From an optimization exercise on the open Yosys and OpenROAD flow, aimed at small area and few clock cycles per item; shortcuts taken in it are not production practice.
Only simulation tests tie the RTL to the original design; equivalence was not proved.
No activity file was given, so power comes from the tool's default toggle rates.

==> design/flow/design.v <==
module rs_c3_enc (
    input  wire        clk,
    input  wire        rst,
    input  wire        in_valid,
    output wire        in_ready,
    input  wire [15:0] in_data,
    output wire        out_valid,
    input  wire        out_ready,
    output wire [15:0] out_data,
    output wire        out_last
);
    localparam integer NPAR = 16;
    reg [15:0] q [1:NPAR-1];
    reg [15:0] fbd;
    reg [7:0]  cnt;
    reg        flushing;    
    wire       emitting = &cnt[7:4];
    wire [15:0] qn [1:NPAR-1];
    wire [15:0] top;
    wire x0 = fbd[8] ^ fbd[15];
    wire x1 = fbd[9] ^ fbd[14];
    wire x2 = fbd[2] ^ fbd[12];
    wire x3 = fbd[1] ^ fbd[13];
    wire x4 = fbd[3] ^ fbd[11];
    wire x5 = fbd[0] ^ fbd[5];
    wire x6 = fbd[10] ^ x0;
    wire x7 = fbd[14] ^ fbd[15];
    wire x8 = fbd[6] ^ fbd[12];
    wire x9 = fbd[4] ^ fbd[10];
    wire x10 = fbd[0] ^ x1;
    wire x11 = x3 ^ x5;
    wire x12 = fbd[3] ^ x1;
    wire x13 = fbd[7] ^ x6;
    wire x14 = fbd[7] ^ fbd[8];
    wire x15 = fbd[2] ^ fbd[11];
    wire x16 = fbd[1] ^ fbd[4];
    wire x17 = fbd[5] ^ fbd[11];
    wire x18 = fbd[6] ^ fbd[8];
    wire x19 = x7 ^ x9;
    wire x20 = x3 ^ x4;
    wire x21 = fbd[12] ^ x0;
    wire x22 = x0 ^ x5;
    wire x23 = fbd[15] ^ x2;
    wire x24 = fbd[4] ^ x2;
    wire x25 = x7 ^ x17;
    wire x26 = x8 ^ x16;
    wire x27 = fbd[14] ^ x15;
    wire x28 = fbd[13] ^ x14;
    wire x29 = fbd[15] ^ x8;
    wire x30 = fbd[13] ^ x4;
    wire x31 = fbd[0] ^ x2;
    wire x32 = x22 ^ x30;
    wire x33 = x11 ^ x18;
    wire x34 = x12 ^ x21;
    wire x35 = fbd[9] ^ x20;
    wire x36 = fbd[1] ^ x6;
    wire x37 = fbd[2] ^ x11;
    wire x38 = x19 ^ x23;
    wire x39 = x4 ^ x24;
    wire x40 = x10 ^ x26;
    wire x41 = fbd[13] ^ x19;
    wire x42 = x12 ^ x33;
    wire x43 = x13 ^ x37;
    wire x44 = x13 ^ x31;
    wire x45 = x34 ^ x43;
    wire x46 = x15 ^ x28;
    wire x47 = fbd[1] ^ x46;
    wire x48 = x21 ^ x40;
    wire x49 = x30 ^ x44;
    wire x50 = x24 ^ x25;
    wire x51 = fbd[5] ^ x19;
    wire x52 = x34 ^ x51;
    wire x53 = fbd[6] ^ x47;
    wire x54 = x1 ^ x51;
    wire x55 = x41 ^ x53;
    wire x56 = x0 ^ x40;
    wire x57 = x25 ^ x37;
    wire x58 = fbd[9] ^ x47;
    wire x59 = x33 ^ x58;
    wire x60 = x55 ^ x57;
    wire x61 = x7 ^ x20;
    wire x62 = x12 ^ x56;
    wire x63 = fbd[0] ^ x59;
    wire x64 = x16 ^ x63;
    wire x65 = x27 ^ x40;
    wire x66 = x15 ^ x35;
    wire x67 = x8 ^ x57;
    wire x68 = fbd[3] ^ x47;
    wire x69 = x12 ^ x44;
    wire x70 = x15 ^ x45;
    wire x71 = x49 ^ x52;
    wire x72 = fbd[3] ^ x26;
    wire x73 = fbd[5] ^ x47;
    wire x74 = fbd[6] ^ x65;
    wire x75 = fbd[7] ^ x62;
    wire x76 = fbd[10] ^ x70;
    wire x77 = fbd[8] ^ x15;
    wire x78 = x38 ^ x77;
    wire x79 = x11 ^ x38;
    wire x80 = x40 ^ x51;
    wire x81 = x20 ^ x48;
    wire x82 = x9 ^ x66;
    wire x83 = x72 ^ x79;
    wire x84 = fbd[14] ^ x52;
    wire x85 = fbd[4] ^ x67;
    wire x86 = x45 ^ x57;
    wire x87 = x80 ^ x83;
    wire x88 = fbd[9] ^ x51;
    wire x89 = x49 ^ x53;
    wire x90 = x66 ^ x69;
    wire x91 = x24 ^ x90;
    wire x92 = x15 ^ x89;
    wire x93 = fbd[3] ^ fbd[7];
    wire x94 = x28 ^ x43;
    wire x95 = fbd[7] ^ fbd[9];
    wire x96 = fbd[4] ^ x1;
    wire x97 = x53 ^ x96;
    wire x98 = fbd[1] ^ x7;
    wire x99 = x2 ^ x49;
    wire x100 = fbd[6] ^ x17;
    wire x101 = fbd[10] ^ x4;
    wire x102 = fbd[2] ^ x17;
    wire x103 = x26 ^ x78;
    wire x104 = fbd[14] ^ x26;
    wire x105 = x99 ^ x104;
    wire x106 = x29 ^ x35;
    wire x107 = fbd[5] ^ x77;
    wire x108 = x25 ^ x31;
    wire x109 = x7 ^ x101;
    wire x110 = x23 ^ x98;
    wire x111 = fbd[15] ^ x12;
    wire x112 = x17 ^ x27;
    wire x113 = x15 ^ x31;
    wire x114 = fbd[12] ^ x36;
    wire x115 = x31 ^ x35;
    wire x116 = x22 ^ x33;
    wire x117 = x32 ^ x39;
    wire x118 = x22 ^ x61;
    wire x119 = x52 ^ x110;
    wire x120 = x72 ^ x95;
    wire x121 = x5 ^ x13;
    wire x122 = fbd[13] ^ x50;
    wire x123 = x4 ^ x26;
    wire x124 = fbd[3] ^ x28;
    wire x125 = x6 ^ x123;
    wire x126 = x13 ^ x46;
    wire x127 = fbd[1] ^ x56;
    wire x128 = fbd[3] ^ x40;
    wire x129 = fbd[8] ^ x51;
    wire x130 = x19 ^ x35;
    wire x131 = x27 ^ x32;
    wire x132 = fbd[8] ^ x44;
    wire x133 = fbd[10] ^ x129;
    wire x134 = x65 ^ x114;
    wire x135 = x6 ^ x42;
    wire x136 = x120 ^ x129;
    wire x137 = fbd[4] ^ x23;
    wire x138 = x48 ^ x115;
    wire x140 = x22 ^ x115;
    wire x141 = x2 ^ x123;
    wire x142 = x95 ^ x131;
    wire x143 = x18 ^ x117;
    wire x144 = x14 ^ x79;
    wire x145 = x50 ^ x114;
    wire x146 = x57 ^ x61;
    wire x147 = x80 ^ x112;
    wire x148 = fbd[1] ^ x43;
    wire x149 = x100 ^ x132;
    wire x150 = x82 ^ x98;
    wire x151 = x83 ^ x93;
    wire x152 = x57 ^ x69;
    wire x153 = x137 ^ x142;
    wire x154 = x47 ^ x147;
    wire x155 = x138 ^ x142;
    wire x156 = x49 ^ x83;
    wire x157 = x46 ^ x146;
    wire x158 = x130 ^ x144;
    wire x159 = x44 ^ x127;
    wire x160 = fbd[3] ^ x71;
    wire x161 = fbd[9] ^ x70;
    wire x162 = x134 ^ x156;
    wire x163 = x131 ^ x156;
    wire x165 = fbd[4] ^ x11;
    wire x166 = fbd[11] ^ fbd[12];
    wire x167 = fbd[2] ^ fbd[9];
    wire x168 = fbd[4] ^ fbd[11];
    wire x169 = x15 ^ x18;
    wire x170 = fbd[10] ^ x95;
    wire x171 = x50 ^ x170;
    wire x172 = x18 ^ x166;
    wire x174 = x18 ^ x168;
    wire x175 = fbd[13] ^ x8;
    wire x177 = x28 ^ x98;
    wire x178 = x56 ^ x135;
    wire x180 = x11 ^ x175;
    wire x181 = x114 ^ x180;
    wire x182 = x93 ^ x102;
    wire x183 = x23 ^ x96;
    wire x184 = x24 ^ x98;
    wire x185 = fbd[7] ^ x96;
    wire x186 = fbd[10] ^ x22;
    wire x188 = fbd[2] ^ x104;
    wire x189 = x41 ^ x100;
    wire x190 = x15 ^ x110;
    wire x191 = x182 ^ x184;
    wire x193 = x165 ^ x167;
    wire x195 = x50 ^ x124;
    wire x197 = x104 ^ x113;
    wire x198 = x13 ^ x112;
    wire x199 = x169 ^ x185;
    wire x204 = fbd[5] ^ x111;
    wire x205 = fbd[2] ^ x131;
    wire x213 = x115 ^ x184;
    wire x227 = x50 ^ x125;
    wire x238 = x2 ^ x80;
    wire x240 = x42 ^ x78;
    wire x242 = x57 ^ x104;
    wire x246 = fbd[6] ^ x54;
    wire x248 = x42 ^ x112;
    wire x254 = x124 ^ x140;
    wire x264 = x142 ^ x172;
    wire x273 = x23 ^ x181;
    wire x278 = x79 ^ x132;
    wire x279 = x141 ^ x143;
    wire x285 = x132 ^ x205;
    wire x286 = x175 ^ x213;
    wire x292 = x82 ^ x184;
    wire x295 = x28 ^ x134;
    wire x299 = x100 ^ x119;
    wire x304 = x62 ^ x82;
    wire x310 = x132 ^ x180;
    wire x313 = fbd[15] ^ x136;
    wire x325 = x32 ^ x90;
    wire x336 = x85 ^ x121;
    wire x347 = x18 ^ x71;
    wire x370 = x9 ^ x158;
    wire x375 = x98 ^ x99;
    wire x381 = fbd[11] ^ x105;
    wire x386 = x82 ^ x162;
    wire y0 = x6 ^ q[1][0];
    wire y1 = x104 ^ y0;
    wire y2 = fbd[4] ^ q[1][1];
    wire y3 = x71 ^ y2;
    wire y4 = x96 ^ q[1][2];
    wire y5 = x111 ^ y4;
    wire y6 = x1 ^ q[1][3];
    wire y7 = x80 ^ y6;
    wire y8 = x122 ^ q[1][4];
    wire y9 = x121 ^ y8;
    wire y10 = x10 ^ q[1][5];
    wire y11 = x279 ^ y10;
    wire y12 = x101 ^ q[1][6];
    wire y13 = x138 ^ y12;
    wire y14 = x77 ^ q[1][7];
    wire y15 = x142 ^ y14;
    wire y16 = x118 ^ q[1][8];
    wire y17 = x44 ^ y16;
    wire y18 = x138 ^ q[1][9];
    wire y19 = x30 ^ q[1][10];
    wire y20 = x82 ^ y19;
    wire y21 = x177 ^ q[1][11];
    wire y22 = fbd[5] ^ q[1][12];
    wire y23 = x152 ^ y22;
    wire y24 = x126 ^ q[1][13];
    wire y25 = x127 ^ y24;
    wire y26 = x198 ^ q[1][14];
    wire y27 = x115 ^ y26;
    wire y28 = x40 ^ q[1][15];
    wire y29 = x126 ^ y28;
    wire y30 = x4 ^ q[2][0];
    wire y31 = x129 ^ y30;
    wire y32 = x147 ^ q[2][1];
    wire y33 = x145 ^ y32;
    wire y34 = x56 ^ q[2][2];
    wire y35 = x157 ^ y34;
    wire y36 = x6 ^ q[2][3];
    wire y37 = x49 ^ y36;
    wire y38 = x44 ^ q[2][4];
    wire y39 = x73 ^ y38;
    wire y40 = x0 ^ q[2][5];
    wire y41 = x67 ^ y40;
    wire y42 = x186 ^ q[2][6];
    wire y43 = x45 ^ y42;
    wire y44 = x150 ^ q[2][7];
    wire y45 = x148 ^ q[2][8];
    wire y46 = x82 ^ y45;
    wire y47 = x137 ^ q[2][9];
    wire y48 = x80 ^ y47;
    wire y49 = x134 ^ q[2][10];
    wire y50 = x7 ^ q[2][11];
    wire y51 = x78 ^ y50;
    wire y52 = x88 ^ q[2][12];
    wire y53 = x70 ^ y52;
    wire y54 = fbd[10] ^ q[2][13];
    wire y55 = x79 ^ y54;
    wire y56 = x123 ^ q[2][14];
    wire y57 = x122 ^ y56;
    wire y58 = x110 ^ q[2][15];
    wire y59 = x75 ^ y58;
    wire y60 = x108 ^ q[3][0];
    wire y61 = x153 ^ y60;
    wire y62 = fbd[0] ^ q[3][1];
    wire y63 = x84 ^ y62;
    wire y64 = x122 ^ q[3][2];
    wire y65 = x105 ^ y64;
    wire y66 = x116 ^ q[3][3];
    wire y67 = x213 ^ q[3][4];
    wire y68 = x104 ^ q[3][5];
    wire y69 = x181 ^ y68;
    wire y70 = x40 ^ q[3][6];
    wire y71 = x122 ^ y70;
    wire y72 = x67 ^ q[3][7];
    wire y73 = x99 ^ y72;
    wire y74 = x189 ^ q[3][8];
    wire y75 = x156 ^ q[3][9];
    wire y76 = x199 ^ q[3][10];
    wire y77 = x273 ^ y76;
    wire y78 = x172 ^ q[3][11];
    wire y79 = x197 ^ y78;
    wire y80 = x50 ^ q[3][12];
    wire y81 = x80 ^ y80;
    wire y82 = x182 ^ q[3][13];
    wire y83 = x114 ^ y82;
    wire y84 = x120 ^ q[3][14];
    wire y85 = x47 ^ y84;
    wire y86 = x28 ^ q[3][15];
    wire y87 = x84 ^ y86;
    wire y88 = x193 ^ q[4][0];
    wire y89 = x227 ^ q[4][1];
    wire y90 = x195 ^ q[4][2];
    wire y91 = x188 ^ y90;
    wire y92 = x181 ^ q[4][3];
    wire y93 = x90 ^ y92;
    wire y94 = x94 ^ q[4][4];
    wire y95 = x159 ^ y94;
    wire y96 = x310 ^ q[4][5];
    wire y97 = x120 ^ q[4][6];
    wire y98 = x74 ^ y97;
    wire y99 = x140 ^ q[4][7];
    wire y100 = x71 ^ y99;
    wire y101 = x197 ^ q[4][8];
    wire y102 = x66 ^ y101;
    wire y103 = x177 ^ q[4][9];
    wire y104 = x178 ^ y103;
    wire y105 = x204 ^ q[4][10];
    wire y106 = x12 ^ q[4][11];
    wire y107 = x126 ^ y106;
    wire y108 = fbd[8] ^ q[4][12];
    wire y109 = x304 ^ y108;
    wire y110 = x375 ^ q[4][13];
    wire y111 = x169 ^ q[4][14];
    wire y112 = x56 ^ y111;
    wire y113 = x58 ^ q[4][15];
    wire y114 = x86 ^ y113;
    wire y115 = x17 ^ q[5][0];
    wire y116 = x103 ^ y115;
    wire y117 = x22 ^ q[5][1];
    wire y118 = x63 ^ y117;
    wire y119 = x36 ^ q[5][2];
    wire y120 = x136 ^ y119;
    wire y121 = x278 ^ q[5][3];
    wire y122 = x5 ^ q[5][4];
    wire y123 = x94 ^ y122;
    wire y124 = fbd[2] ^ q[5][5];
    wire y125 = x4 ^ y124;
    wire y126 = x77 ^ q[5][6];
    wire y127 = x39 ^ y126;
    wire y128 = x159 ^ q[5][7];
    wire y129 = x151 ^ y128;
    wire y130 = x191 ^ q[5][8];
    wire y131 = x143 ^ q[5][9];
    wire y132 = x20 ^ q[5][10];
    wire y133 = x62 ^ y132;
    wire y134 = x26 ^ q[5][11];
    wire y135 = x106 ^ y134;
    wire y136 = x195 ^ q[5][12];
    wire y137 = x79 ^ y136;
    wire y138 = x18 ^ q[5][13];
    wire y139 = x65 ^ y138;
    wire y140 = x50 ^ q[5][14];
    wire y141 = x130 ^ y140;
    wire y142 = fbd[4] ^ q[5][15];
    wire y143 = x17 ^ y142;
    wire y144 = x83 ^ y143;
    wire y145 = fbd[15] ^ q[6][0];
    wire y146 = x147 ^ y145;
    wire y147 = x6 ^ q[6][1];
    wire y148 = x68 ^ y147;
    wire y149 = x109 ^ q[6][2];
    wire y150 = x48 ^ y149;
    wire y151 = x94 ^ q[6][3];
    wire y152 = x55 ^ y151;
    wire y153 = x198 ^ q[6][4];
    wire y154 = x35 ^ q[6][5];
    wire y155 = x116 ^ y154;
    wire y156 = x175 ^ q[6][6];
    wire y157 = x60 ^ y156;
    wire y158 = x12 ^ q[6][7];
    wire y159 = x118 ^ y158;
    wire y160 = x74 ^ q[6][8];
    wire y161 = x75 ^ y160;
    wire y162 = x87 ^ q[6][9];
    wire y163 = x91 ^ y162;
    wire y164 = x127 ^ q[6][10];
    wire y165 = x45 ^ y164;
    wire y166 = x133 ^ q[6][11];
    wire y167 = x182 ^ q[6][12];
    wire y168 = x111 ^ q[6][13];
    wire y169 = x127 ^ y168;
    wire y170 = x95 ^ q[6][14];
    wire y171 = x165 ^ y170;
    wire y172 = fbd[3] ^ q[6][15];
    wire y173 = x227 ^ y172;
    wire y174 = fbd[11] ^ q[7][0];
    wire y175 = x86 ^ y174;
    wire y176 = x120 ^ q[7][1];
    wire y177 = x152 ^ y176;
    wire y178 = x109 ^ q[7][2];
    wire y179 = x50 ^ q[7][3];
    wire y180 = x69 ^ y179;
    wire y181 = x113 ^ q[7][4];
    wire y182 = x75 ^ y181;
    wire y183 = x54 ^ q[7][5];
    wire y184 = x132 ^ y183;
    wire y185 = x26 ^ q[7][6];
    wire y186 = x178 ^ y185;
    wire y187 = x199 ^ q[7][7];
    wire y188 = x61 ^ q[7][8];
    wire y189 = x75 ^ y188;
    wire y190 = x108 ^ q[7][9];
    wire y191 = x58 ^ y190;
    wire y192 = x13 ^ q[7][10];
    wire y193 = x74 ^ y192;
    wire y194 = x137 ^ q[7][11];
    wire y195 = x136 ^ y194;
    wire y196 = x254 ^ q[7][12];
    wire y197 = x375 ^ y196;
    wire y198 = x18 ^ q[7][13];
    wire y199 = x130 ^ y198;
    wire y200 = x171 ^ q[7][14];
    wire y201 = x115 ^ q[7][15];
    wire y202 = x238 ^ y201;
    wire y203 = x285 ^ q[8][0];
    wire y204 = x81 ^ q[8][1];
    wire y205 = x171 ^ q[8][2];
    wire y206 = x161 ^ y205;
    wire y207 = x19 ^ q[8][3];
    wire y208 = x90 ^ y207;
    wire y209 = x177 ^ q[8][4];
    wire y210 = x292 ^ y209;
    wire y211 = x118 ^ q[8][5];
    wire y212 = x119 ^ y211;
    wire y213 = x28 ^ q[8][6];
    wire y214 = x161 ^ y213;
    wire y215 = x10 ^ q[8][7];
    wire y216 = x85 ^ y215;
    wire y217 = x88 ^ q[8][8];
    wire y218 = x69 ^ y217;
    wire y219 = x19 ^ q[8][9];
    wire y220 = x135 ^ y219;
    wire y221 = x204 ^ q[8][10];
    wire y222 = x80 ^ y221;
    wire y223 = x279 ^ q[8][11];
    wire y224 = x95 ^ q[8][12];
    wire y225 = x42 ^ y224;
    wire y226 = x81 ^ q[8][13];
    wire y227 = x68 ^ y226;
    wire y228 = x93 ^ q[8][14];
    wire y229 = x94 ^ y228;
    wire y230 = x141 ^ q[8][15];
    wire y231 = x131 ^ q[9][0];
    wire y232 = x115 ^ y231;
    wire y233 = x304 ^ q[9][1];
    wire y234 = x107 ^ q[9][2];
    wire y235 = x49 ^ y234;
    wire y236 = x141 ^ q[9][3];
    wire y237 = x140 ^ y236;
    wire y238 = x157 ^ q[9][4];
    wire y239 = x89 ^ y238;
    wire y240 = x26 ^ q[9][5];
    wire y241 = x97 ^ y240;
    wire y242 = x292 ^ q[9][6];
    wire y243 = x153 ^ q[9][7];
    wire y244 = x86 ^ y243;
    wire y245 = x169 ^ q[9][8];
    wire y246 = x84 ^ y245;
    wire y247 = x48 ^ q[9][9];
    wire y248 = x70 ^ y247;
    wire y249 = x101 ^ q[9][10];
    wire y250 = x46 ^ y249;
    wire y251 = x273 ^ q[9][11];
    wire y252 = x144 ^ q[9][12];
    wire y253 = x25 ^ q[9][13];
    wire y254 = x248 ^ y253;
    wire y255 = x87 ^ q[9][14];
    wire y256 = x60 ^ y255;
    wire y257 = x54 ^ q[9][15];
    wire y258 = x68 ^ y257;
    wire y259 = x133 ^ q[10][0];
    wire y260 = x89 ^ y259;
    wire y261 = fbd[13] ^ q[10][1];
    wire y262 = x0 ^ y261;
    wire y263 = x64 ^ y262;
    wire y264 = x246 ^ q[10][2];
    wire y265 = x310 ^ y264;
    wire y266 = x188 ^ q[10][3];
    wire y267 = x278 ^ q[10][4];
    wire y268 = x273 ^ y267;
    wire y269 = x23 ^ q[10][5];
    wire y270 = x76 ^ y269;
    wire y271 = x27 ^ q[10][6];
    wire y272 = x125 ^ y271;
    wire y273 = x160 ^ q[10][7];
    wire y274 = x78 ^ q[10][8];
    wire y275 = x86 ^ y274;
    wire y276 = x246 ^ q[10][9];
    wire y277 = x151 ^ q[10][10];
    wire y278 = x160 ^ y277;
    wire y279 = x73 ^ q[10][11];
    wire y280 = x45 ^ y279;
    wire y281 = x161 ^ q[10][12];
    wire y282 = x85 ^ q[10][13];
    wire y283 = x36 ^ q[10][14];
    wire y284 = x285 ^ y283;
    wire y285 = x166 ^ q[10][15];
    wire y286 = x138 ^ y285;
    wire y287 = x103 ^ q[11][0];
    wire y288 = x81 ^ y287;
    wire y289 = x145 ^ q[11][1];
    wire y290 = x51 ^ q[11][2];
    wire y291 = x67 ^ y290;
    wire y292 = x96 ^ q[11][3];
    wire y293 = x149 ^ y292;
    wire y294 = x155 ^ q[11][4];
    wire y295 = x110 ^ q[11][5];
    wire y296 = x151 ^ y295;
    wire y297 = fbd[14] ^ q[11][6];
    wire y298 = x53 ^ y297;
    wire y299 = fbd[10] ^ q[11][7];
    wire y300 = x69 ^ y299;
    wire y301 = x55 ^ q[11][8];
    wire y302 = x158 ^ q[11][9];
    wire y303 = x193 ^ q[11][10];
    wire y304 = x191 ^ y303;
    wire y305 = x163 ^ q[11][11];
    wire y306 = x3 ^ q[11][12];
    wire y307 = x92 ^ y306;
    wire y308 = x42 ^ q[11][13];
    wire y309 = x155 ^ y308;
    wire y310 = x1 ^ q[11][14];
    wire y311 = x117 ^ y310;
    wire y312 = x135 ^ q[11][15];
    wire y313 = x0 ^ q[12][0];
    wire y314 = x44 ^ y313;
    wire y315 = fbd[8] ^ q[12][1];
    wire y316 = x20 ^ y315;
    wire y317 = x183 ^ q[12][2];
    wire y318 = x44 ^ y317;
    wire y319 = x254 ^ q[12][3];
    wire y320 = fbd[6] ^ q[12][4];
    wire y321 = x124 ^ y320;
    wire y322 = x185 ^ q[12][5];
    wire y323 = x186 ^ q[12][6];
    wire y324 = x154 ^ q[12][7];
    wire y325 = x90 ^ y324;
    wire y326 = x93 ^ q[12][8];
    wire y327 = x74 ^ y326;
    wire y328 = x88 ^ q[12][9];
    wire y329 = x87 ^ y328;
    wire y330 = x148 ^ q[12][10];
    wire y331 = x147 ^ y330;
    wire y332 = fbd[7] ^ q[12][11];
    wire y333 = x105 ^ y332;
    wire y334 = x205 ^ q[12][12];
    wire y335 = x48 ^ q[12][13];
    wire y336 = x95 ^ q[12][14];
    wire y337 = x94 ^ y336;
    wire y338 = x21 ^ q[12][15];
    wire y339 = x92 ^ y338;
    wire y340 = x65 ^ q[13][0];
    wire y341 = x76 ^ y340;
    wire y342 = x122 ^ q[13][1];
    wire y343 = x163 ^ y342;
    wire y344 = x77 ^ q[13][2];
    wire y345 = x61 ^ y344;
    wire y346 = x54 ^ q[13][3];
    wire y347 = x60 ^ y346;
    wire y348 = x5 ^ q[13][4];
    wire y349 = x82 ^ y348;
    wire y350 = x50 ^ q[13][5];
    wire y351 = x89 ^ y350;
    wire y352 = x107 ^ q[13][6];
    wire y353 = x75 ^ y352;
    wire y354 = x56 ^ q[13][7];
    wire y355 = x142 ^ y354;
    wire y356 = x87 ^ q[13][8];
    wire y357 = x41 ^ q[13][9];
    wire y358 = x146 ^ y357;
    wire y359 = x11 ^ q[13][10];
    wire y360 = x74 ^ y359;
    wire y361 = x238 ^ q[13][11];
    wire y362 = fbd[0] ^ q[13][12];
    wire y363 = x154 ^ y362;
    wire y364 = x18 ^ q[13][13];
    wire y365 = x154 ^ y364;
    wire y366 = x117 ^ q[13][14];
    wire y367 = x145 ^ y366;
    wire y368 = x18 ^ q[13][15];
    wire y369 = x67 ^ y368;
    wire y370 = x111 ^ q[14][0];
    wire y371 = x119 ^ y370;
    wire y372 = x189 ^ q[14][1];
    wire y373 = x150 ^ y372;
    wire y374 = x83 ^ q[14][2];
    wire y375 = x90 ^ y374;
    wire y376 = x115 ^ q[14][3];
    wire y377 = x149 ^ y376;
    wire y378 = x121 ^ q[14][4];
    wire y379 = x103 ^ y378;
    wire y380 = x78 ^ q[14][5];
    wire y381 = x55 ^ y380;
    wire y382 = x28 ^ q[14][6];
    wire y383 = x146 ^ y382;
    wire y384 = x8 ^ q[14][7];
    wire y385 = x128 ^ y384;
    wire y386 = x41 ^ q[14][8];
    wire y387 = x144 ^ y386;
    wire y388 = x248 ^ q[14][9];
    wire y389 = x0 ^ q[14][10];
    wire y390 = x84 ^ y389;
    wire y391 = x80 ^ q[14][11];
    wire y392 = x71 ^ y391;
    wire y393 = fbd[8] ^ q[14][12];
    wire y394 = x61 ^ y393;
    wire y395 = x183 ^ q[14][13];
    wire y396 = x124 ^ q[14][14];
    wire y397 = x121 ^ y396;
    wire y398 = x197 ^ q[14][15];
    wire y399 = x10 ^ q[15][0];
    wire y400 = x36 ^ q[15][1];
    wire y401 = x27 ^ q[15][2];
    wire y402 = x34 ^ q[15][3];
    wire y403 = x41 ^ q[15][4];
    wire y404 = x25 ^ q[15][5];
    wire y405 = x29 ^ q[15][6];
    wire y406 = x28 ^ q[15][7];
    wire y407 = x40 ^ q[15][8];
    wire y408 = x43 ^ q[15][9];
    wire y409 = x39 ^ q[15][10];
    wire y410 = x42 ^ q[15][11];
    wire y411 = x44 ^ q[15][12];
    wire y412 = x35 ^ q[15][13];
    wire y413 = x38 ^ q[15][14];
    wire y414 = x32 ^ q[15][15];
    assign qn[1][0] = x264;
    assign qn[1][1] = x381;
    assign qn[1][2] = x72;
    assign qn[1][3] = x286;
    assign qn[1][4] = x299;
    assign qn[1][5] = x370;
    assign qn[1][6] = x240;
    assign qn[1][7] = x336;
    assign qn[1][8] = x242;
    assign qn[1][9] = x386;
    assign qn[1][10] = x190;
    assign qn[1][11] = x174;
    assign qn[1][12] = x347;
    assign qn[1][13] = x313;
    assign qn[1][14] = x295;
    assign qn[1][15] = x325;
    assign qn[2][0] = y1;
    assign qn[2][1] = y3;
    assign qn[2][2] = y5;
    assign qn[2][3] = y7;
    assign qn[2][4] = y9;
    assign qn[2][5] = y11;
    assign qn[2][6] = y13;
    assign qn[2][7] = y15;
    assign qn[2][8] = y17;
    assign qn[2][9] = y18;
    assign qn[2][10] = y20;
    assign qn[2][11] = y21;
    assign qn[2][12] = y23;
    assign qn[2][13] = y25;
    assign qn[2][14] = y27;
    assign qn[2][15] = y29;
    assign qn[3][0] = y31;
    assign qn[3][1] = y33;
    assign qn[3][2] = y35;
    assign qn[3][3] = y37;
    assign qn[3][4] = y39;
    assign qn[3][5] = y41;
    assign qn[3][6] = y43;
    assign qn[3][7] = y44;
    assign qn[3][8] = y46;
    assign qn[3][9] = y48;
    assign qn[3][10] = y49;
    assign qn[3][11] = y51;
    assign qn[3][12] = y53;
    assign qn[3][13] = y55;
    assign qn[3][14] = y57;
    assign qn[3][15] = y59;
    assign qn[4][0] = y61;
    assign qn[4][1] = y63;
    assign qn[4][2] = y65;
    assign qn[4][3] = y66;
    assign qn[4][4] = y67;
    assign qn[4][5] = y69;
    assign qn[4][6] = y71;
    assign qn[4][7] = y73;
    assign qn[4][8] = y74;
    assign qn[4][9] = y75;
    assign qn[4][10] = y77;
    assign qn[4][11] = y79;
    assign qn[4][12] = y81;
    assign qn[4][13] = y83;
    assign qn[4][14] = y85;
    assign qn[4][15] = y87;
    assign qn[5][0] = y88;
    assign qn[5][1] = y89;
    assign qn[5][2] = y91;
    assign qn[5][3] = y93;
    assign qn[5][4] = y95;
    assign qn[5][5] = y96;
    assign qn[5][6] = y98;
    assign qn[5][7] = y100;
    assign qn[5][8] = y102;
    assign qn[5][9] = y104;
    assign qn[5][10] = y105;
    assign qn[5][11] = y107;
    assign qn[5][12] = y109;
    assign qn[5][13] = y110;
    assign qn[5][14] = y112;
    assign qn[5][15] = y114;
    assign qn[6][0] = y116;
    assign qn[6][1] = y118;
    assign qn[6][2] = y120;
    assign qn[6][3] = y121;
    assign qn[6][4] = y123;
    assign qn[6][5] = y125;
    assign qn[6][6] = y127;
    assign qn[6][7] = y129;
    assign qn[6][8] = y130;
    assign qn[6][9] = y131;
    assign qn[6][10] = y133;
    assign qn[6][11] = y135;
    assign qn[6][12] = y137;
    assign qn[6][13] = y139;
    assign qn[6][14] = y141;
    assign qn[6][15] = y144;
    assign qn[7][0] = y146;
    assign qn[7][1] = y148;
    assign qn[7][2] = y150;
    assign qn[7][3] = y152;
    assign qn[7][4] = y153;
    assign qn[7][5] = y155;
    assign qn[7][6] = y157;
    assign qn[7][7] = y159;
    assign qn[7][8] = y161;
    assign qn[7][9] = y163;
    assign qn[7][10] = y165;
    assign qn[7][11] = y166;
    assign qn[7][12] = y167;
    assign qn[7][13] = y169;
    assign qn[7][14] = y171;
    assign qn[7][15] = y173;
    assign qn[8][0] = y175;
    assign qn[8][1] = y177;
    assign qn[8][2] = y178;
    assign qn[8][3] = y180;
    assign qn[8][4] = y182;
    assign qn[8][5] = y184;
    assign qn[8][6] = y186;
    assign qn[8][7] = y187;
    assign qn[8][8] = y189;
    assign qn[8][9] = y191;
    assign qn[8][10] = y193;
    assign qn[8][11] = y195;
    assign qn[8][12] = y197;
    assign qn[8][13] = y199;
    assign qn[8][14] = y200;
    assign qn[8][15] = y202;
    assign qn[9][0] = y203;
    assign qn[9][1] = y204;
    assign qn[9][2] = y206;
    assign qn[9][3] = y208;
    assign qn[9][4] = y210;
    assign qn[9][5] = y212;
    assign qn[9][6] = y214;
    assign qn[9][7] = y216;
    assign qn[9][8] = y218;
    assign qn[9][9] = y220;
    assign qn[9][10] = y222;
    assign qn[9][11] = y223;
    assign qn[9][12] = y225;
    assign qn[9][13] = y227;
    assign qn[9][14] = y229;
    assign qn[9][15] = y230;
    assign qn[10][0] = y232;
    assign qn[10][1] = y233;
    assign qn[10][2] = y235;
    assign qn[10][3] = y237;
    assign qn[10][4] = y239;
    assign qn[10][5] = y241;
    assign qn[10][6] = y242;
    assign qn[10][7] = y244;
    assign qn[10][8] = y246;
    assign qn[10][9] = y248;
    assign qn[10][10] = y250;
    assign qn[10][11] = y251;
    assign qn[10][12] = y252;
    assign qn[10][13] = y254;
    assign qn[10][14] = y256;
    assign qn[10][15] = y258;
    assign qn[11][0] = y260;
    assign qn[11][1] = y263;
    assign qn[11][2] = y265;
    assign qn[11][3] = y266;
    assign qn[11][4] = y268;
    assign qn[11][5] = y270;
    assign qn[11][6] = y272;
    assign qn[11][7] = y273;
    assign qn[11][8] = y275;
    assign qn[11][9] = y276;
    assign qn[11][10] = y278;
    assign qn[11][11] = y280;
    assign qn[11][12] = y281;
    assign qn[11][13] = y282;
    assign qn[11][14] = y284;
    assign qn[11][15] = y286;
    assign qn[12][0] = y288;
    assign qn[12][1] = y289;
    assign qn[12][2] = y291;
    assign qn[12][3] = y293;
    assign qn[12][4] = y294;
    assign qn[12][5] = y296;
    assign qn[12][6] = y298;
    assign qn[12][7] = y300;
    assign qn[12][8] = y301;
    assign qn[12][9] = y302;
    assign qn[12][10] = y304;
    assign qn[12][11] = y305;
    assign qn[12][12] = y307;
    assign qn[12][13] = y309;
    assign qn[12][14] = y311;
    assign qn[12][15] = y312;
    assign qn[13][0] = y314;
    assign qn[13][1] = y316;
    assign qn[13][2] = y318;
    assign qn[13][3] = y319;
    assign qn[13][4] = y321;
    assign qn[13][5] = y322;
    assign qn[13][6] = y323;
    assign qn[13][7] = y325;
    assign qn[13][8] = y327;
    assign qn[13][9] = y329;
    assign qn[13][10] = y331;
    assign qn[13][11] = y333;
    assign qn[13][12] = y334;
    assign qn[13][13] = y335;
    assign qn[13][14] = y337;
    assign qn[13][15] = y339;
    assign qn[14][0] = y341;
    assign qn[14][1] = y343;
    assign qn[14][2] = y345;
    assign qn[14][3] = y347;
    assign qn[14][4] = y349;
    assign qn[14][5] = y351;
    assign qn[14][6] = y353;
    assign qn[14][7] = y355;
    assign qn[14][8] = y356;
    assign qn[14][9] = y358;
    assign qn[14][10] = y360;
    assign qn[14][11] = y361;
    assign qn[14][12] = y363;
    assign qn[14][13] = y365;
    assign qn[14][14] = y367;
    assign qn[14][15] = y369;
    assign qn[15][0] = y371;
    assign qn[15][1] = y373;
    assign qn[15][2] = y375;
    assign qn[15][3] = y377;
    assign qn[15][4] = y379;
    assign qn[15][5] = y381;
    assign qn[15][6] = y383;
    assign qn[15][7] = y385;
    assign qn[15][8] = y387;
    assign qn[15][9] = y388;
    assign qn[15][10] = y390;
    assign qn[15][11] = y392;
    assign qn[15][12] = y394;
    assign qn[15][13] = y395;
    assign qn[15][14] = y397;
    assign qn[15][15] = y398;
    assign top[0] = y399;
    assign top[1] = y400;
    assign top[2] = y401;
    assign top[3] = y402;
    assign top[4] = y403;
    assign top[5] = y404;
    assign top[6] = y405;
    assign top[7] = y406;
    assign top[8] = y407;
    assign top[9] = y408;
    assign top[10] = y409;
    assign top[11] = y410;
    assign top[12] = y411;
    assign top[13] = y412;
    assign top[14] = y413;
    assign top[15] = y414;
    wire        take  = in_valid && !emitting;
    wire        shift = emitting && (out_ready || flushing);
    wire        en    = take || shift;
    wire [15:0] fb    = (in_data ^ top) & {16{!emitting}};
    integer k;
    always @(posedge clk) begin
        if (en) begin
            fbd  <= fb;
            for (k = 1; k < NPAR; k = k + 1) q[k] <= qn[k];
        end
    end
    always @(posedge clk) begin
        if (rst) begin
            cnt      <= 8'd240;
            flushing <= 1'b1;
        end else if (en) begin
            cnt <= cnt + 8'd1;
            if (&cnt) flushing <= 1'b0;
        end
    end
    assign in_ready  = !emitting;
    assign out_valid = emitting && !flushing;
    assign out_data  = top;
    assign out_last  = &cnt;
endmodule
==> design/flow/flow/run.sh <==
#!/bin/bash
# The standard layout (standard.sh) with two changes:
#  - ABC maps the logic with an area-oriented structural mapping (&nf) (flow/abc.script), so
#    the XOR network written in the RTL is kept as it is;
#  - extra ORFS make variables from flow/extra.sh (placement/CTS options).
# Each tool's output goes to the ORFS logs under orfs/logs; make's own output
# goes to make.log.
set -euo pipefail
HERE=$(pwd)
cat > my_synth.tcl <<EOF
proc abc {args} {
  set i [lsearch -exact \$args -script]
  if {\$i >= 0} { set args [lreplace \$args [expr {\$i+1}] [expr {\$i+1}] $HERE/flow/abc.script] }
  yosys abc {*}\$args
}
source $HERE/synth_recipe.tcl
EOF
{
  cat flow/extra.sh
  sed -e "s#SYNTH_SCRIPT=[^ ]*#SYNTH_SCRIPT=$HERE/my_synth.tcl#" \
      -e 's#"\${@:-finish}"#"${EXTRA[@]}" "${@:-finish}"#' standard.sh
} > my_standard.sh
bash my_standard.sh > make.log 2>&1
==> design/flow/flow/abc.script <==
&get -n
&st
&dch -f
&nf -R 1000
&put
==> design/flow/flow/extra.sh <==
EXTRA=("BUFFER_PORTS_ARGS=-buffer_cell sky130_fd_sc_hd__buf_1" "CTS_ARGS=-sink_clustering_enable -repair_clock_nets -dont_use_dummy_load -sink_clustering_size 30 -sink_clustering_max_diameter 140")
==> design/flow/standard.sh <==
#!/bin/bash
# synth_recipe.tcl (not shown) runs the flow's synth.tcl, then flattens the netlist and writes it again
# the make line also repeats each setting of config.mk as NAME=value (left out here)
make -C /OpenROAD-flow-scripts/flow DESIGN_CONFIG=/design/flow/config.mk WORK_HOME=/design/flow/orfs CLKGATE_MAP_FILE= SYNTH_SCRIPT=/design/flow/synth_recipe.tcl "${@:-finish}"
==> design/flow/config.mk <==
export PLATFORM = sky130hd
export DESIGN_NAME = rs_c3_enc
export DESIGN_NICKNAME = rs_c3_enc
export VERILOG_FILES = /design/flow/design.v
export SDC_FILE = /design/flow/constraint.sdc
export NUM_CORES = 4
export LEC_CHECK = 0
export CAP_MARGIN = 20
export CORE_MARGIN = 2
export CORE_UTILIZATION = 65
export PLACE_DENSITY = 0.8
export SETUP_SLACK_MARGIN = 0.1
export SLEW_MARGIN = 20
==> design/flow/constraint.sdc <==
create_clock -name core_clock -period 4.0 [get_ports {clk}]
set_input_delay 0.8000 -clock core_clock [delete_from_list [all_inputs] [get_ports {clk}]]
set_output_delay 0.8000 -clock core_clock [all_outputs]
set_load 0.01 [all_outputs]
==> results.sh <==
export IMPL_io_pins=39
export IMPL_core_mm2=0.0210
export IMPL_first_pass_iters=5
export IMPL_setup_viol=0
export IMPL_fin_crit_ns=3.81
export IMPL_grt_overflow=0
export IMPL_final_antenna_net_count=0
export IMPL_worstHoldStart="cnt[6]"
export IMPL_clock_power_share_pct=28.2
export IMPL_synth_cell_types=19
export IMPL_grt_pass1_vias=7970
export IMPL_htreeDepth=1
export IMPL_start_util_pct=66.2
export IMPL_ys_warn_count=2
export IMPL_worstPathMaxFanout=6
export IMPL_grt_max_degree=97
export IMPL_cp_arrival_ns=3.01
export IMPL_grt_pass1_wl_mm=56.0
export IMPL_die_area_mm2=0.0226
export IMPL_cp_startpoint="fbd[0]"
export IMPL_synthArstFlopShare_pct=0
export IMPL_dp_hpwl_mm=30.5
export IMPL_diodes=0
export IMPL_yosysTopAreaCellShare_pct=55.3
export IMPL_avgSynthCellArea_um2=14.1
export IMPL_p_seq_share_pct=66.2
export IMPL_pwr_share_comb_pct=5.6
export IMPL_wl_per_cell_um=28.8
export IMPL_cts_made_buffers=12
export IMPL_yosysTopAreaCell="edfxtp_1"
export IMPL_yosys_top_cells_count="xnor2_1 (444), edfxtp_1 (256), xor2_1 (193), a21oi_1 (23), o21ai_0 (21)"
export IMPL_syn_inst=983
export IMPL_maxSlewHeadroom_pct=28.1
export IMPL_critical_path_required_ns=3.20
export IMPL_hold_class="register to register"
export IMPL_powerDensity_mw_per_mm2=316
export IMPL_nets=1142
export IMPL_clk_latency_ns=0.51
export IMPL_routed_wl_mm=40.1
export IMPL_cts_tree="built"
export IMPL_grt_usage_pct=36.5
export IMPL_antenna_found_initial=0
export IMPL_worst_slew_pin_slew_ns=1.07
export IMPL_rr_startpoint="fbd[12]"
export IMPL_postCtsHoldBufs=0
export IMPL_die_w_um=150
export IMPL_fin_tns_setup_ns=0
export IMPL_cp_start_kind="register"
export IMPL_rsz0062_at_grt="false"
export IMPL_synth_area_leaders="edfxtp_1 (55%), xnor2_1 (28%), xor2_1 (12%), dfxtp_1 (1.3%), buf_4 (0.86%)"
export IMPL_synth_most_common_cell="xnor2_1"
export IMPL_final_layout_size_suffix_gt1_share_pct=11.3
export IMPL_clockBufferDepth=3
export IMPL_fillers=1407
export IMPL_cts_root_buf="clkbuf_16"
export IMPL_finClkSkew_ns=0.0460
export IMPL_via_per_inst=5.80
export IMPL_synth_nets=1004
export IMPL_max_freq_mhz=262
export IMPL_ys_seq_elements=265
export IMPL_multi_input_area_mm2=0.00597
export IMPL_switching_power_uw=1030
export IMPL_synth_edf_count=256
export IMPL_ir_drop_uv=441
export IMPL_die_h_um=150
export IMPL_hold_viol_final=0
export IMPL_rows=53
export IMPL_status="complete, no violations"
export IMPL_syn_area_mm2=0.0139
export IMPL_register_area_mm2=0.00787
export IMPL_drc=0
export IMPL_drv_cap=0
export IMPL_vias=8083
export IMPL_p_leak_uw=0.00629
export IMPL_area_growth_pct=11.0
export IMPL_globalplace_congestion=0.982
export IMPL_synth_seq_area_share_pct=56.6
export IMPL_worstSetupPathType="register to output pin"
export IMPL_clkSinkCount=265
export IMPL_synth_ff_type="edfxtp_1"
export IMPL_path_clk_slew_ns=0.11
export IMPL_period_share_pct=95.3
export IMPL_drv_slew=0
export IMPL_port_buffers=38
export IMPL_p_int_uw=3840
export IMPL_crit_path_end_kind="output pin"
export IMPL_drt_iter0_drc=1098
export IMPL_power_share_switching_pct=21.2
export IMPL_hold_ws_ns=0.464
## per-layer routing
layer | vias up | wire [µm] | GRT usage (%)
met2 | 452 | 18600 | 58.0
met1 | 4013 | 15700 | 51.4
li1 | 3537 | - | -
met3 | 81 | 4080 | 4.94
met4 | 0 | 1740 | 14.2
met5 | - | 0 | 0
## worst paths after layout
check | to | slack, ns | cells past startpoint
max | out_data[9] | 0.19 | 8
min | cnt[6] | 0.46 | 1
max reg2reg | q[11][10] | 0.34 | 10
min reg2reg | cnt[6] | 0.46 | 1
## registers in the layout, summed over array words and instances (netlist names)
register and cells:
q 240, fbd 16, cnt 8, flushing 1
## worst max-delay path, stage by stage (launching register included)
cell and delay, ns:
edfxtp_1 0.65, xnor2_1 0.35, xnor2_1 0.22, buf_4 0.24, xnor2_1 0.19, xnor2_1 0.15, buf_4 0.16, xor2_1 0.38
buf_1 0.20
## cells by family after synthesis
kind of cell             after synthesis  synth area share [%]
AND/OR/NAND/NOR                       15                 0.567
flip-flops                           265                  56.6
adder cells (fa/ha/maj)                1                0.0900
buffers and inverters                 19                 0.945
multiplexers                           1                0.0720
XOR/XNOR                             637                  40.1
AO/OA/AOI/OAI                         45                  1.64
## final cells by class
class / instances / share of cell area [%]
inverters: 3 / 0.0730
multi-input cells: 699 / 38.7
clock buffers: 12 / 1.95
repair buffers: 140 / 6.05
well taps: 275 / 2.23
flip-flops and latches: 265 / 51.0
## cell usage in the layout (no fill, tap or decap)
master       n
clkinv_1     3
nand4_1      1
nand3_1      3
a21oi_1     22
nand2b_1     1
and3_1       1
xor2_2       3
a21oi_4      1
dfxtp_1      6
xnor2_1    441
nand3_2      1
dfxtp_2      3
ha_1         1
buf_12       2
nor2_1       4
buf_4      100
and4_1       1
edfxtp_1   256
clkbuf_16   12
nor3_1       2
buf_1       38
o21ai_1      1
o21ai_0     20
xnor2_2      3
o21a_1       1
xor2_1     190
mux2i_1      1
nor2b_2      1
## per-stage QoR
| stage | cells | total power, µW | setup slack (ns) | util (%) | instance area [µm²] |
|---|---|---|---|---|---|
| after detailed placement | 1374 | 3550 | 0.393 | 71.6 | 15100 |
| after global routing | 1394 | 4970 | 0.112 | 73.4 | 15400 |
| after global placement | 1374 | 3540 | 0.510 | 71.6 | 15100 |
| after CTS | 1386 | 4870 | 0.109 | 73.1 | 15400 |
| final | 1394 | 4870 | 0.189 | 73.4 | 15400 |
| after floorplan | 983 | 3480 | -2.43 | - | 14000 |
## power by group through the flow
| stage | registers, µW | logic [µW] | clock network (µW) |
|---|---|---|---|
| final | 3220 | 273 | 1370 |
| after global placement | 3280 | 259 | 0 |
| after floorplan | 3260 | 218 | 0 |
| after detailed placement | 3280 | 267 | 0 |
| after CTS | 3220 | 270 | 1380 |
| after global routing | 3230 | 292 | 1440 |
## what timing repair did
action | CTS | global route
pin swaps | 0 | 1
setup endpoints to repair | 1 | 3
setup buffers | 0 | 8
resized for setup | 1 | 1
Testbench counts, summed over its fixed seeds: cycles 49,280, words 192.

==> separate check: timing with driven ports <==
Ports are ideal in the flow. The routed layout listed here was re-timed in OpenROAD. Step 1 assumes that a clkbuf_16 drives the clock port and a buf_2 every other input. Step 2 times the ports against the registers' clock, not the clock port: input delays grow and output delays shrink by t, the midpoint of the rising clock arrivals with the driver on. a / b / c = no drivers / after step 1 / after step 2; a / b = the first two.
shift t [ns]: 0.530
setup slack, ns: 0.189 / 0.141 / 0.343
worst setup path at the end: register to register
worst slew at a driven data input, ns: 0.03
cell pins on the clock port's net: 1
After both steps this run still meets setup and hold. For this run, drivers alone change the setup slack by -0.048 ns; drivers and shift together by +0.154 ns.
